From an optimization exercise on the open Yosys and OpenROAD flow, aimed at small area, a short achievable clock period and few clock cycles per item; shortcuts taken in it are not production practice.
The RTL was checked by simulation tests, not by an equivalence proof against the original design.

Design flow_hash, start of the top module:
module flow_hash (
    input  wire         clk,
    input  wire         rst,
    input  wire         req_valid,
    output wire         req_ready,
    input  wire [319:0] req_key,
    input  wire [5:0]   req_len,
    input  wire [127:0] req_seed,
    input  wire [23:0]  req_nbuckets,
    output wire         resp_valid,
    input  wire         resp_ready,
    output wire [63:0]  resp_hash,
    output wire [23:0]  resp_bucket1,
    output wire [23:0]  resp_bucket2
);
    function [63:0] rotl(input [63:0] x, input integer b);
        rotl = (x << b) | (x >> (64 - b));
    endfunction
    function [63:0] add64(input [63:0] a, input [63:0] b);
        reg [63:0] g, p, gn, pn;
        integer i, l;
        begin
            g = a & b;
            p = a ^ b;
            for (l = 0; l < 6; l = l + 1) begin
                gn = g;
                pn = p;
                for (i = 0; i < 64; i = i + 1)
                    if ((i >> l) & 1) begin
                        gn[i] = g[i] | (p[i] & g[((i >> l) << l) - 1]);
                        pn[i] = p[i] & p[((i >> l) << l) - 1];
                    end
                g = gn;
                p = pn;
            end
            add64 = a ^ b ^ {g[62:0], 1'b0};
        end
    endfunction
    wire [2:0] last_blk = req_len[5:3];
    function [63:0] msg_word(input [2:0] j, input [319:0] k, input [5:0] l);
        integer b;
        reg [63:0] w;
        begin
            case (j)
                3'd0: w = k[63:0];
  ...
For scale: roughly 4900 cells after synthesis, ~480 flip-flops.
Settings: LEC_CHECK=0, ABC_AREA=0, CAP_MARGIN=20, CORE_MARGIN=2, CORE_UTILIZATION=40, CTS_BUF_LIST=sky130_fd_sc_hd__clkbuf_8, SLEW_MARGIN=20; clock period 12.0 ns.
standard.sh (not shown) runs the stock make flow with config.mk's settings and CLKGATE_MAP_FILE= SYNTH_SCRIPT=/design/flow/synth_recipe.tcl, a recipe that flattens the netlist after the stock synthesis.
==> flow/flow/run.sh <==
#!/bin/bash
# The standard layout, with every port buffered by a plain buf_1 instead of
# the delay buffer that buffer_ports picks by default, and timing repair
# aiming for 6 ns of setup slack. Each ORFS step keeps its own log under
# orfs/logs; make's own output goes to standard.log.
set -euo pipefail
export BUFFER_PORTS_ARGS="-buffer_cell sky130_fd_sc_hd__buf_1"
bash standard.sh SETUP_SLACK_MARGIN=6 finish > standard.log 2>&1
Testbench counts at the start, summed over its fixed seeds: cycles 36,880, items 3,200.
Change:
ABC_AREA = 1   (was 0)
What happened:
- The changed run finished with timing, DRC and antenna clean
- first-iteration DRC count came out higher by 47%
- register-to-register slack is better by 0.97 ns
- routed wire length came out higher by 34%
- non-clock buffer count decreases by 286
- sequential share of layout area grows by 0.11 points
- setup slack is better by 0.97 ns
- clock skew drops by 0.013 ns
- hold slack is worse by 0.012 ns
- global-route usage went up by 7.1 points
Change:
CORE_UTILIZATION = 47   (was 40)
CTS_BUF_LIST = default   (was sky130_fd_sc_hd__clkbuf_8)
CTS_CLUSTER_DIAMETER = 70   (was default)
CTS_CLUSTER_SIZE = 25   (was default)
The new run produced a clean layout.
Wire length falls by a few percent.
Design area decreases by a few percent.
Via count increases slightly.
Final cell count decreases by a few percent.
Non-clock buffer count falls by 23.
Sequential cell count is unchanged.
Sequential share of layout area grows by 0.55 points.
Setup slack stays flat.
Count of clock-buffer cells in the layout fell by 65.
Clock skew falls by 0.015 ns.

flow_hash, a different RTL version from the one above (not shown whole).
For scale: ~7500 cells after synthesis, roughly 410 flip-flops.
Settings: LEC_CHECK=0, ABC_AREA=1, CAP_MARGIN=20, CORE_MARGIN=2, CORE_UTILIZATION=40, SLEW_MARGIN=20; clock period 12.0 ns.
==> flow/flow/run.sh <==
#!/bin/bash
# The standard layout, with every port buffered by a plain buf_1 instead of
# the delay buffer that buffer_ports picks by default, and timing repair
# aiming for 7 ns of setup slack. Each ORFS step keeps its own log under
# orfs/logs; make's own output goes to standard.log.
set -euo pipefail
export BUFFER_PORTS_ARGS="-buffer_cell sky130_fd_sc_hd__buf_1"
bash standard.sh SETUP_SLACK_MARGIN=7 finish > standard.log 2>&1
Testbench counts at the start, summed over its fixed seeds: cycles 36,872, items 3,200.
Rerun with:
==> flow/flow/run.sh (replaced) <==
#!/bin/bash
# The standard layout, with every port buffered by a plain buf_1 instead of
# the delay buffer that buffer_ports picks by default. Each ORFS step keeps
# its own log under orfs/logs; make's own output goes to standard.log.
set -euo pipefail
export BUFFER_PORTS_ARGS="-buffer_cell sky130_fd_sc_hd__buf_1"
bash standard.sh > standard.log 2>&1
Effect: Setup slack loses 3.2 ns. Register-to-register slack loses 3.2 ns. Global-route usage decreases by 1.8 points. Fmax decreases by 35%. Cell area decreases by 25%.
Rerun with:
==> flow/flow/run.sh (replaced) <==
#!/bin/bash
# The standard layout, with every port buffered by a plain buf_1 instead of
# the delay buffer that buffer_ports picks by default, and timing repair
# aiming for 6 ns of setup slack. Each ORFS step keeps its own log under
# orfs/logs; make's own output goes to standard.log.
set -euo pipefail
export BUFFER_PORTS_ARGS="-buffer_cell sky130_fd_sc_hd__buf_1"
bash standard.sh SETUP_SLACK_MARGIN=6 finish > standard.log 2>&1
The changed run passed the timing, DRC and antenna checks.
Wire length increases by 1.9%.
Flip-flop and latch count stays the same.
Clock-buffer cell count is unchanged.
Rerun with:
--- a/flow/flow/run.sh
+++ b/flow/flow/run.sh
@@ -4 +4 @@
-# aiming for 6 ns of setup slack. Each ORFS step keeps its own log under
+# aiming for 5 ns of setup slack. Each ORFS step keeps its own log under
@@ -8 +8 @@
-bash standard.sh SETUP_SLACK_MARGIN=6 finish > standard.log 2>&1
+bash standard.sh SETUP_SLACK_MARGIN=5 finish > standard.log 2>&1
Effect: The changed run finished clean. Wire length decreases by about 1.6%. Sequential share of layout area came out higher by 1.2 points.
Rerun with:
==> flow/run.sh (new file) <==
#!/bin/bash
# synth_recipe.tcl (not shown) runs the flow's synth.tcl, then flattens the netlist and writes it again
# the make line also repeats each setting of config.mk as NAME=value (left out here)
make -C /OpenROAD-flow-scripts/flow DESIGN_CONFIG=/design/flow/config.mk WORK_HOME=/design/flow/orfs CLKGATE_MAP_FILE= SYNTH_SCRIPT=/design/flow/synth_recipe.tcl finish
removed: flow/flow/run.sh
removed: flow/standard.sh
After rerunning:
- The new run finished clean
- register-to-register slack gets worse by 1.8 ns
- routed wire length shrinks by about 1.8%
- first-iteration DRC count shrinks by 7.4%
- setup slack gets worse by 1.8 ns
- worst hold slack gets better by 0.0045 ns
- final cell count stays flat
- non-clock buffer count shrinks by 17

The RTL this note starts from:
==> flow/design.v <==
module flow_hash (
    input  wire         clk,
    input  wire         rst,
    input  wire         req_valid,
    output wire         req_ready,
    input  wire [319:0] req_key,
    input  wire [5:0]   req_len,
    input  wire [127:0] req_seed,
    input  wire [23:0]  req_nbuckets,
    output wire         resp_valid,
    input  wire         resp_ready,
    output wire [63:0]  resp_hash,
    output wire [23:0]  resp_bucket1,
    output wire [23:0]  resp_bucket2
);
    function [63:0] rotl(input [63:0] x, input integer b);
        rotl = (x << b) | (x >> (64 - b));
    endfunction
    function [63:0] add64(input [63:0] a, input [63:0] b);
        reg [63:0] g, p, gn, pn;
        integer i, l;
        begin
            g = a & b;
            p = a ^ b;
            for (l = 0; l < 6; l = l + 1) begin
                gn = g;
                pn = p;
                for (i = 0; i < 64; i = i + 1)
                    if ((i >> l) & 1) begin
                        gn[i] = g[i] | (p[i] & g[((i >> l) << l) - 1]);
                        pn[i] = p[i] & p[((i >> l) << l) - 1];
                    end
                g = gn;
                p = pn;
            end
            add64 = a ^ b ^ {g[62:0], 1'b0};
        end
    endfunction
    wire [2:0] last_blk = req_len[5:3];
    function [63:0] msg_word(input [2:0] j, input [319:0] k, input [5:0] l);
        integer b;
        reg [63:0] w;
        begin
            case (j)
                3'd0: w = k[63:0];
                3'd1: w = k[127:64];
                3'd2: w = k[191:128];
                3'd3: w = k[255:192];
                3'd4: w = k[319:256];
                default: w = 64'd0;
            endcase
            if (j == l[5:3]) begin
                for (b = 0; b < 7; b = b + 1)
                    if (b >= l[2:0]) w[8*b +: 8] = 8'd0;
                w[63:56] = {2'b00, l};
            end
            msg_word = w;
        end
    endfunction
    reg         busy;        
    reg  [2:0]  blk;         
    reg         second;      
    reg         fin;         
    reg  [1:0]  fcnt;        
    reg  [63:0] v0, v1, v2, v3;
    reg  [63:0] m_cur;
    wire [63:0] m_next = msg_word((busy && !fin) ? blk + {2'b00, second} : 3'd0, req_key, req_len);
    always @(posedge clk)
        m_cur <= m_next;
    wire [63:0] a0 = add64(v0, v1);
    wire [63:0] b1 = rotl(v1, 13) ^ a0;
    wire [63:0] a2 = add64(v2, v3);
    wire [63:0] b3 = rotl(v3, 16) ^ a2;
    wire [63:0] c0 = add64(rotl(a0, 32), b3);       
    wire [63:0] c3 = rotl(b3, 21) ^ c0;             
    wire [63:0] c2 = add64(a2, b1);
    wire [63:0] c1 = rotl(b1, 17) ^ c2;             
    wire [63:0] n2 = rotl(c2, 32);                  
    wire [63:0] hash = c2 ^ n2 ^ rotl(b1, 17) ^ rotl(b3, 21);
    wire blk_end  = busy && !fin && second;
    wire last_end = blk_end && (blk == last_blk);
    wire take_rnd = busy && fin && (fcnt == 2'd2);    
    wire last_rnd = busy && fin && (fcnt == 2'd3);    
    wire load     = !busy || last_rnd;                
    reg  [63:0] hash_r;
    reg  [23:0] nb;
    reg  [23:0] rem_lo, rem_hi;
    reg  [4:0]  dcnt;        
    reg         rvalid;
    reg         pend;        
    reg         pend2;       
    wire slot_free = (dcnt == 5'd0) && !pend && !pend2 && (!rvalid || resp_ready);
    assign req_ready = take_rnd && slot_free;
    wire take = req_ready && req_valid;
    wire        sk22 = |nb[23:22];
    wire        sk18 = |nb[23:18];
    wire        sk12 = |nb[23:12];
    wire        sk6  = |nb[23:6];
    reg  [23:0] below;
    integer q;
    always @(*) begin
        below[23] = 1'b0;
        for (q = 22; q >= 0; q = q - 1)
            below[q] = below[q+1] | nb[q+1];
    end
    wire        pow2  = ~|(nb & below);
    wire [4:0]  steps = pow2 ? 5'd0 : sk22 ? 5'd5 : sk18 ? 5'd7 : sk12 ? 5'd10 : sk6 ? 5'd13 : 5'd16;
    function [23:0] rem_init(input [31:0] x, input p2, input [23:0] msk,
                             input s22, input s18, input s12, input s6);
        rem_init = p2  ? x[23:0] & msk :
                   s22 ? {2'b0, x[31:10]} : s18 ? {6'b0, x[31:14]} :
                   s12 ? {12'b0, x[31:20]} : s6 ? {18'b0, x[31:26]} : 24'd0;
    endfunction
    function [1:0] dig_init(input [31:0] x, input s22, input s18, input s12, input s6);
        dig_init = s22 ? x[9:8] : s18 ? x[13:12] : s12 ? x[19:18] : s6 ? x[25:24] : x[31:30];
    endfunction
    wire [4:0] to_take = {1'b0, last_blk, 1'b0} + 5'd5;
    wire [4:0] dwait   = last_rnd ? steps + 5'd2 : pend2 ? steps + 5'd1 : dcnt;
    wire       start   = load && req_valid && (dwait <= to_take);
    always @(posedge clk) begin
        if (rst) begin
            busy <= 1'b0;
        end else if (load) begin
            busy   <= start;
            blk    <= 3'd0;
            second <= 1'b0;
            fin    <= 1'b0;
            fcnt   <= 2'd0;
        end else begin
            second <= ~second;
            if (fin)
                fcnt <= fcnt + 2'd1;
            if (blk_end) begin
                blk <= blk + 3'd1;
                if (last_end)
                    fin <= 1'b1;
            end
            if (take_rnd && !slot_free)
                busy <= 1'b0;
        end
    end
    always @(posedge clk) begin
        if (load) begin
            v0 <= req_seed[63:0]   ^ 64'h736F6D6570736575;
            v1 <= req_seed[127:64] ^ 64'h646F72616E646F6D;
            v2 <= req_seed[63:0]   ^ 64'h6C7967656E657261;
            v3 <= req_seed[127:64] ^ 64'h7465646279746573 ^ m_next;
        end else begin
            v0 <= c0 ^ (blk_end ? m_cur : 64'd0);
            v1 <= c1;
            v2 <= n2 ^ (last_end ? 64'hFF : 64'd0);
            v3 <= c3 ^ ((blk_end && !last_end) ? m_next : 64'd0);
        end
    end
    function [25:0] sub25(input [24:0] t, input [24:0] nn);
        reg [24:0] g, p, gn, pn;
        integer i, l;
        begin
            g = t & nn;
            p = t ^ nn;
            g[0] = t[0] | nn[0];
            for (l = 0; l < 5; l = l + 1) begin
                gn = g;
                pn = p;
                for (i = 0; i < 25; i = i + 1)
                    if ((i >> l) & 1) begin
                        gn[i] = g[i] | (p[i] & g[((i >> l) << l) - 1]);
                        pn[i] = p[i] & p[((i >> l) << l) - 1];
                    end
                g = gn;
                p = pn;
            end
            sub25 = {g[24], t ^ nn ^ {g[23:0], 1'b1}};
        end
    endfunction
    function [23:0] div_step(input [23:0] r, input [1:0] d, input [23:0] n);
        reg [24:0] t;
        reg [25:0] s;
        integer k;
        begin
            for (k = 1; k >= 0; k = k - 1) begin
                t = {r, d[k]};
                s = sub25(t, {1'b1, ~n});
                r = s[25] ? s[23:0] : t[23:0];
            end
            div_step = r;
        end
    endfunction
    reg  [1:0] dig_lo, dig_hi;
    reg  [1:0] ndig_lo, ndig_hi;
    integer j;
    always @(*) begin
        ndig_lo = 2'd0;
        ndig_hi = 2'd0;
        for (j = 2; j <= 16; j = j + 1)
            if (dcnt == j[4:0]) begin
                ndig_lo = hash_r[2*j-3 -: 2];
                ndig_hi = hash_r[32+2*j-3 -: 2];
            end
    end
    always @(posedge clk) begin
        if (take)
            nb <= req_nbuckets;
        if (pend)
            hash_r <= hash;
        if (pend2) begin
            rem_lo <= rem_init(hash_r[31:0],  pow2, below, sk22, sk18, sk12, sk6);
            rem_hi <= rem_init(hash_r[63:32], pow2, below, sk22, sk18, sk12, sk6);
            dig_lo <= dig_init(hash_r[31:0],  sk22, sk18, sk12, sk6);
            dig_hi <= dig_init(hash_r[63:32], sk22, sk18, sk12, sk6);
        end else if (dcnt != 5'd0) begin
            rem_lo <= div_step(rem_lo, dig_lo, nb);
            rem_hi <= div_step(rem_hi, dig_hi, nb);
            dig_lo <= ndig_lo;
            dig_hi <= ndig_hi;
        end
    end
    always @(posedge clk) begin
        if (rst) begin
            pend   <= 1'b0;
            pend2  <= 1'b0;
            dcnt   <= 5'd0;
            rvalid <= 1'b0;
        end else begin
            pend  <= take;
            pend2 <= pend;
            if (pend2) begin
                dcnt   <= steps;
                rvalid <= pow2;
            end else if (dcnt != 5'd0) begin
                dcnt <= dcnt - 5'd1;
                if (dcnt == 5'd1)
                    rvalid <= 1'b1;
            end else if (rvalid && resp_ready) begin
                rvalid <= 1'b0;
            end
        end
    end
    assign resp_valid   = rvalid;
    assign resp_hash    = hash_r;
    assign resp_bucket1 = rem_lo;
    assign resp_bucket2 = (rem_hi == rem_lo) ? (rem_lo ^ 24'd1) : rem_hi;
endmodule
==> flow/config.mk <==
export PLATFORM = sky130hd
export DESIGN_NAME = flow_hash
export DESIGN_NICKNAME = flow_hash
export VERILOG_FILES = /design/flow/design.v
export SDC_FILE = /design/flow/constraint.sdc
export NUM_CORES = 4
export LEC_CHECK = 0
export ABC_AREA = 1
export CAP_MARGIN = 20
export CORE_MARGIN = 2
export CORE_UTILIZATION = 47
export CTS_CLUSTER_DIAMETER = 70
export CTS_CLUSTER_SIZE = 25
export PLACE_DENSITY = 0.72
export SLEW_MARGIN = 20
==> flow/constraint.sdc <==
create_clock -name core_clock -period 12.0 [get_ports {clk}]
set_input_delay 2.4000 -clock core_clock [delete_from_list [all_inputs] [get_ports {clk}]]
set_output_delay 2.4000 -clock core_clock [all_outputs]
set_load 0.01 [all_outputs]
==> flow/flow/run.sh <==
#!/bin/bash
# The standard layout, with every port buffered by a plain buf_1 instead of
# the delay buffer that buffer_ports picks by default, and timing repair
# aiming for 6.3 ns of setup slack. Each ORFS step keeps its own log under
# orfs/logs; make's own output goes to standard.log.
set -euo pipefail
export BUFFER_PORTS_ARGS="-buffer_cell sky130_fd_sc_hd__buf_1"
bash standard.sh SETUP_SLACK_MARGIN=6.3 finish > standard.log 2>&1
Testbench counts at the start, summed over its fixed seeds: cycles 36,880, items 3,200.
Edit:
==> flow/flow/run.sh (replaced) <==
#!/bin/bash
# The standard layout, with every port buffered by a plain buf_1 instead of
# the delay buffer that buffer_ports picks by default, clock tree synthesis
# without dummy loads, and timing repair aiming for 6.3 ns of setup slack.
# Each ORFS step keeps its own log under orfs/logs; make's own output goes to
# standard.log.
set -euo pipefail
export BUFFER_PORTS_ARGS="-buffer_cell sky130_fd_sc_hd__buf_1"
export CTS_ARGS="-sink_clustering_enable -repair_clock_nets -sink_clustering_size 30 -sink_clustering_max_diameter 60 -dont_use_dummy_load"
bash standard.sh SETUP_SLACK_MARGIN=6.3 finish > standard.log 2>&1
Settings changed: CTS_CLUSTER_DIAMETER 70 to not set, CTS_CLUSTER_SIZE 25 to not set, PLACE_DENSITY 0.72 to not set.
The new run completed without violations.
Routed wire length shrinks by 3.3%.
Worst setup slack loses 4.4 ps.
Core utilization drops by 0.51 points.
Count of clock-buffer cells in the layout is higher by 13.
Cell count goes down by 0.47%.
Edit:
==> flow/flow/run.sh (replaced) <==
#!/bin/bash
# The standard layout, with every port buffered by a plain buf_1 instead of
# the delay buffer that buffer_ports picks by default, clock tree synthesis
# without dummy loads, and timing repair aiming for 6.4 ns of setup slack.
# Each ORFS step keeps its own log under orfs/logs; make's own output goes to
# standard.log.
set -euo pipefail
export BUFFER_PORTS_ARGS="-buffer_cell sky130_fd_sc_hd__buf_1"
export CTS_ARGS="-sink_clustering_enable -repair_clock_nets -sink_clustering_size 25 -sink_clustering_max_diameter 70 -dont_use_dummy_load"
bash standard.sh SETUP_SLACK_MARGIN=6.4 finish > standard.log 2>&1
Settings changed: CORE_UTILIZATION 47 to 50.
After rerunning: Hold slack gets better by 17 ps. Clock skew drops by 12 ps. Die area fell by 5.9%. Core utilization increases by 4.3 points. Register-to-register slack is better by 130 ps. Sequential share of layout area is lower by 0.17 points. Wire length barely changes.

## static timing again, ports no longer ideal
The results above use ideal ports. As a check the final layouts listed here were re-extracted and re-timed, cells and wires unchanged.
Step 1 assumes that a clkbuf_16 drives the clock port and a buf_2 every other input.
Step 2 also shifts input and output timing later by t, the mid clock arrival at the registers, as if the neighbouring blocks saw the same clock.
Slacks: ideal ports / drivers / drivers and shift; pairs: ideal ports / drivers.
run | t, ns | slack for setup (ns) | worst setup path at the end
the first run of note 1 | 0.841 | 4.986 / 4.986 / 4.986 | register to register
the second run of note 1 | 0.873 | 5.953 / 5.953 / 5.953 | register to register
the third run of note 1 | 0.750 | 5.955 / 5.955 / 5.835 | input to register
the first run of note 2 | 0.789 | 6.177 / 6.177 / 5.900 | input to register
the second run of note 2 | 0.768 | 3.012 / 3.012 / 3.012 | register to register
the third run of note 2 | 0.773 | 5.921 / 5.952 / 5.207 | input to register
the fourth run of note 2 | 0.780 | 5.033 / 5.033 / 4.720 | input to register
the fifth run of note 2 | 0.754 | 3.209 / 3.209 / 3.209 | register to register
the first run of note 3 | 0.747 | 6.198 / 6.198 / 6.136 | input to register
the second run of note 3 | 0.713 | 6.193 / 6.193 / 5.804 | input to register
the third run of note 3 | 0.738 | 6.325 / 6.325 / 6.257 | input to register
After both steps setup and hold are still met in every run listed. For the third run of note 2, which loses most, drivers alone change the setup slack by +0.031 ns; drivers and shift together by -0.714 ns.
